This is an optimization exercise on Yosys and OpenROAD, whose aim is small area, a short achievable clock period and few clock cycles per item, not a production implementation. The RTL was checked by simulation tests, not by an equivalence proof against the original design.

==> inputs of job 6005 <==
Design cvu, start of the top module:
module cvu (
    input  wire        clk,
    input  wire        rst,
    input  wire        in_valid,
    output wire        in_ready,
    input  wire        in_first,
    input  wire        in_last,
    input  wire [3:0]  in_bytes,
    input  wire [63:0] in_data,
    input  wire [2:0]  cfg_preset,
    input  wire        cfg_chain,
    input  wire [6:0]  cfg_width,
    input  wire [63:0] cfg_poly,
    input  wire [63:0] cfg_init,
    input  wire [63:0] cfg_xorout,
    input  wire        cfg_refin,
    input  wire        cfg_refout,
    output reg         out_valid,
    output reg  [63:0] out_crc,
    output reg  [63:0] out_reg
);
export LEC_CHECK = 0
export CAP_MARGIN = 20
export CORE_MARGIN = 2
export CORE_UTILIZATION = 40
export PLACE_DENSITY = 0.5
export SLEW_MARGIN = 50
create_clock -name core_clock -period 44.0 [get_ports {clk}]
standard.sh (not shown) runs the stock make flow with config.mk's settings and CLKGATE_MAP_FILE= SYNTH_SCRIPT=/design/flow/synth_recipe.tcl, a recipe that flattens the netlist after the stock synthesis.
==> flow/flow/run.sh <==
#!/bin/bash
# The standard layout (the standard.sh: ORFS synthesis, floorplan, placement,
# CTS, routing) at the design's clock and constraints, with two changes:
#  - the buffers that buffer_ports puts on every input and output port are
#    buf_2 cells instead of the tool's default choice;
#  - ORFS's repair_timing steps (after CTS and after global routing) aim for
#    34.2 ns of setup slack instead of 0, so that they also shorten paths that
#    already meet the 44 ns clock.
# The make output goes to standard.log; ORFS keeps each step's log under orfs/logs.
set -euo pipefail
export BUFFER_PORTS_ARGS="-buffer_cell sky130_fd_sc_hd__buf_2"
export SETUP_SLACK_MARGIN=34.2
bash standard.sh > standard.log 2>&1
==> inputs of job 9346, as changes to job 6005 <==
--- a/flow/design.v
+++ b/flow/design.v
@@ -47,37 +47,32 @@
                 default: ;
             endcase
     end
     reg  [6:1] pre;           
     reg        expl, pre23;
     reg        refin_r, refout_r, p0_r;
+    reg  [7:0] isel;          
     reg  [5:0] k_r;           
     reg [63:0] poly_r, init_r, xor_r, mu_r;
     reg [63:0] A;             
-    reg [63:0] F;             
-    reg [63:0] init_in;
-    always @* begin
-        init_in = 64'd0;
-        case (cfg_preset)
-            3'd1, 3'd4: init_in = cfg_chain ? {cfg_init[31:0], 32'd0} : 64'hffffffff00000000;
-            3'd2:       init_in = cfg_chain ? cfg_init : 64'd0;
-            3'd3:       init_in = cfg_chain ? cfg_init : {64{1'b1}};
-            3'd5:       init_in = cfg_chain ? {cfg_init[15:0], 48'd0} : 64'hffff000000000000;
-            3'd6:       init_in = cfg_chain ? {cfg_init[7:0], 56'd0} : 64'd0;
-            default:    ;
-        endcase
-    end
+    wire [7:0] isel_in;
+    assign isel_in[0] = ~in_first;                                         
+    assign isel_in[1] = in_first & (expl_in | cfg_chain & ((cfg_preset == 3'd2) | (cfg_preset == 3'd3)));
+    assign isel_in[2] = in_first & cfg_chain & ((cfg_preset == 3'd1) | (cfg_preset == 3'd4));
+    assign isel_in[3] = in_first & cfg_chain & (cfg_preset == 3'd5);
+    assign isel_in[4] = in_first & cfg_chain & (cfg_preset == 3'd6);
+    assign isel_in[5] = in_first & ~cfg_chain & ((cfg_preset == 3'd1) | (cfg_preset == 3'd4));
+    assign isel_in[6] = in_first & ~cfg_chain & (cfg_preset == 3'd3);
+    assign isel_in[7] = in_first & ~cfg_chain & (cfg_preset == 3'd5);
     wire refin_in = expl_in ? cfg_refin :
                     (cfg_preset == 3'd1) | (cfg_preset == 3'd3) | (cfg_preset == 3'd4);
-    wire        refin_b = in_first ? refin_in : refin_r;
-    reg  [63:0] d_in;
+    reg  [63:0] D;
     always @* begin
         for (i4 = 0; i4 < 64; i4 = i4 + 1)
-            d_in[i4] = refin_b ? in_data[63-i4] : in_data[8*(7 - i4/8) + (i4%8)];
+            D[i4] = refin_r ? d_r[63-i4] : d_r[8*(7 - i4/8) + (i4%8)];
     end
-    wire [63:0] D = d_r;
     reg [63:0] p_eff, mu_eff, xor_eff;
     reg  [5:0] k_eff;
     reg        refout_eff;
     always @* begin
         p_eff  = expl ? poly_r : 64'd0;
         mu_eff = expl ? mu_r : 64'd0;
@@ -87,13 +82,13 @@
         if (pre[5]) begin p_eff = p_eff | 64'h1021000000000000; mu_eff = mu_eff | 64'h11303471a041b342; end
         if (pre[6]) begin p_eff = p_eff | 64'h0700000000000000; mu_eff = mu_eff | 64'h07156a166329dd12; end
         xor_eff    = expl ? xor_r : (pre[1] | pre[4]) ? 64'hffffffff : pre[3] ? {64{1'b1}} : 64'd0;
         k_eff      = expl ? k_r : (pre[1] | pre[4]) ? 6'd32 : pre[5] ? 6'd48 : pre[6] ? 6'd56 : 6'd0;
         refout_eff = expl ? refout_r : (pre[1] | pre[3] | pre[4]);
     end
-    wire [63:0] sh_in  = s1 ? poly_r : init_r;
+    wire [63:0] sh_in  = s1 ? poly_r : A;
     wire [63:0] sh_out = sh_in << k_r;
     reg [63:0] U;
     reg [31:0] V;
     always @* begin
         U[0] = 1'b1;
         for (i1 = 1; i1 < 64; i1 = i1 + 1)
@@ -117,20 +112,28 @@
     end
     reg [63:0] wmask;
     always @* begin
         for (i3 = 0; i3 < 64; i3 = i3 + 1)
             wmask[i3] = ({1'b0, k_r} + i3[6:0] < 7'd64);
     end
-    wire [63:0] X = A ^ D;
+    wire [63:0] A_cur = ({64{isel[0]}} & A)
+                      | ({64{isel[1]}} & init_r)
+                      | ({64{isel[2]}} & {init_r[31:0], 32'd0})
+                      | ({64{isel[3]}} & {init_r[15:0], 48'd0})
+                      | ({64{isel[4]}} & {init_r[7:0], 56'd0})
+                      | ({64{isel[5]}} & 64'hffffffff00000000)
+                      | ({64{isel[6]}} & {64{1'b1}})
+                      | ({64{isel[7]}} & 64'hffff000000000000);
+    wire [63:0] X     = A_cur ^ D;
     reg  [63:0] S, Xup;
     always @* begin
         S = 64'd0; Xup = 64'd0;
         for (i7 = 0; i7 < 8; i7 = i7 + 1)
             if (jsel[i7]) begin
                 S   = S   | (X >> (8 * i7));
-                Xup = Xup | (A << (64 - 8 * i7));
+                Xup = Xup | (A_cur << (64 - 8 * i7));
             end
     end
     wire [63:0] Hq, R;
     wire h_0 = S[63] & mu_eff[63];
     wire h_1 = S[63] & mu_eff[62];
     wire h_2 = S[63] & mu_eff[61];
@@ -6679,17 +6682,17 @@
         for (i8 = 1; i8 < 64; i8 = i8 + 1)
             pal_back[i8] = poly_r[64-i8];
     end
     reg  [5:0] res_k;
     reg        res_refout;
     reg [63:0] res_xor;
-    wire [63:0] F_sh = F >> res_k;
-    reg  [63:0] F_rev;
+    wire [63:0] A_sh = A >> res_k;
+    reg  [63:0] A_rev;
     always @* begin
         for (i9 = 0; i9 < 64; i9 = i9 + 1)
-            F_rev[i9] = F[63-i9];
+            A_rev[i9] = A[63-i9];
     end
     always @(posedge clk) begin
         if (rst) begin
             s1      <= 1'b0;
             s2      <= 1'b0;
             ready_r <= 1'b1;
@@ -6705,13 +6708,14 @@
             if (accept)
                 expf_r <= in_last;
             pend    <= go & last_r;
         end
         out_valid <= ~rst & pend;
         if (run) begin
-            d_r     <= d_in;
+            d_r     <= in_data;
+            isel    <= isel_in;
             last_r  <= in_last;
         end
         if (run)
             jsel <= jsel_in;
         else if (s1)
             jsel <= 8'd1;
@@ -6736,26 +6740,23 @@
             xor_r    <= cfg_xorout;
         end else if (s1) begin
             poly_r <= U;
             p0_r   <= sh_out[0];
             xor_r  <= xor_r & wmask;
             mu_r   <= 64'd0;
+            init_r <= V_sq ^ D;
         end else if (s2) begin
             poly_r <= pal_back;
+            init_r <= sh_out;
             mu_r   <= mu_new;
         end
-        if (accept & in_first)
-            A <= init_in;
-        else if (s1)
-            A <= V_sq ^ D;
-        else if (s2)
-            A <= sh_out;
+        if (s1)
+            A <= init_r;
         else if (go)
             A <= Fin;
-        F <= Fin;
         res_k      <= k_eff;
         res_refout <= refout_eff;
         res_xor    <= xor_eff;
-        out_reg <= F_sh;
-        out_crc <= (res_refout ? F_rev : F_sh) ^ res_xor;
+        out_reg <= A_sh;
+        out_crc <= (res_refout ? A_rev : A_sh) ^ res_xor;
     end
 endmodule
==> comparison <==
Job 6005 completed without violations. Job 9346 passed the timing, DRC and antenna checks. Of job 9346 and job 6005, job 9346 has the higher wire length (gap 5.0%, measured against job 6005). Sequential share of layout area: job 6005 is higher than job 9346 (0.70 points). In setup slack, job 6005 and job 9346 hardly differ.
==> figures <==
metric                                                            job 9346             job 6005
Result of the run                                 timing/DRC/antenna clean  timing/DRC/antenna clean
Met2 Routed Length                                                  229 mm               229 mm
GRT Resource Usage Total                                             49.0%                45.9%
Instance area after placement                                    99500 µm²           100000 µm²
Synth cell types                                                        83                  104
Minimum clock period                                              10010 ps             10010 ps
WHS Endpoint                                           out_crc[44]$_DFF_P_  out_crc[26]$_DFF_P_
Fraction of met3 tracks used by global routing                       20.4%                11.7%
Effective utilization at floorplan                                   40.3%                40.2%
Transition time at the pin with the least slew margin               884 ps               851 ps
Worst-case headroom to the max-slew limit                            41.1%                43.3%
Testbench counts of job 6005, summed over its fixed seeds: cycles 16,701, bytes 125,702.
Testbench counts of job 9346, summed over its fixed seeds: cycles 16,701, bytes 125,702.

## what the ideal ports hide
Ports are ideal in the flow. The routed layouts listed here were re-timed in OpenROAD. Step 1 sets driving cells, clkbuf_16 on the clock port and buf_2 on the other inputs (assumed; they add their load-dependent delay and slew). Step 2 times the ports against the registers' clock, not the clock port: input delays grow and output delays shrink by t, the midpoint of the rising clock arrivals with the driver on. Three values: ideal, step 1, step 2; two values: the first two.
| run | shift t [ns] | slack for setup (ns) | worst hold slack (ns) | cell pins on the clock port's net |
|---|---|---|---|---|
| job 6005 | 0.781 | 33.993 / 33.927 / 33.262 | 0.421 / 0.421 / 0.421 | 1 |
| job 9346 | 0.790 | 33.992 / 33.917 / 33.895 | 0.404 / 0.404 / 0.404 | 1 |
After both steps every run listed still meets setup and hold. The setup slack of job 6005, which loses most, moves by -0.066 ns with the drivers and by -0.731 ns with both steps.
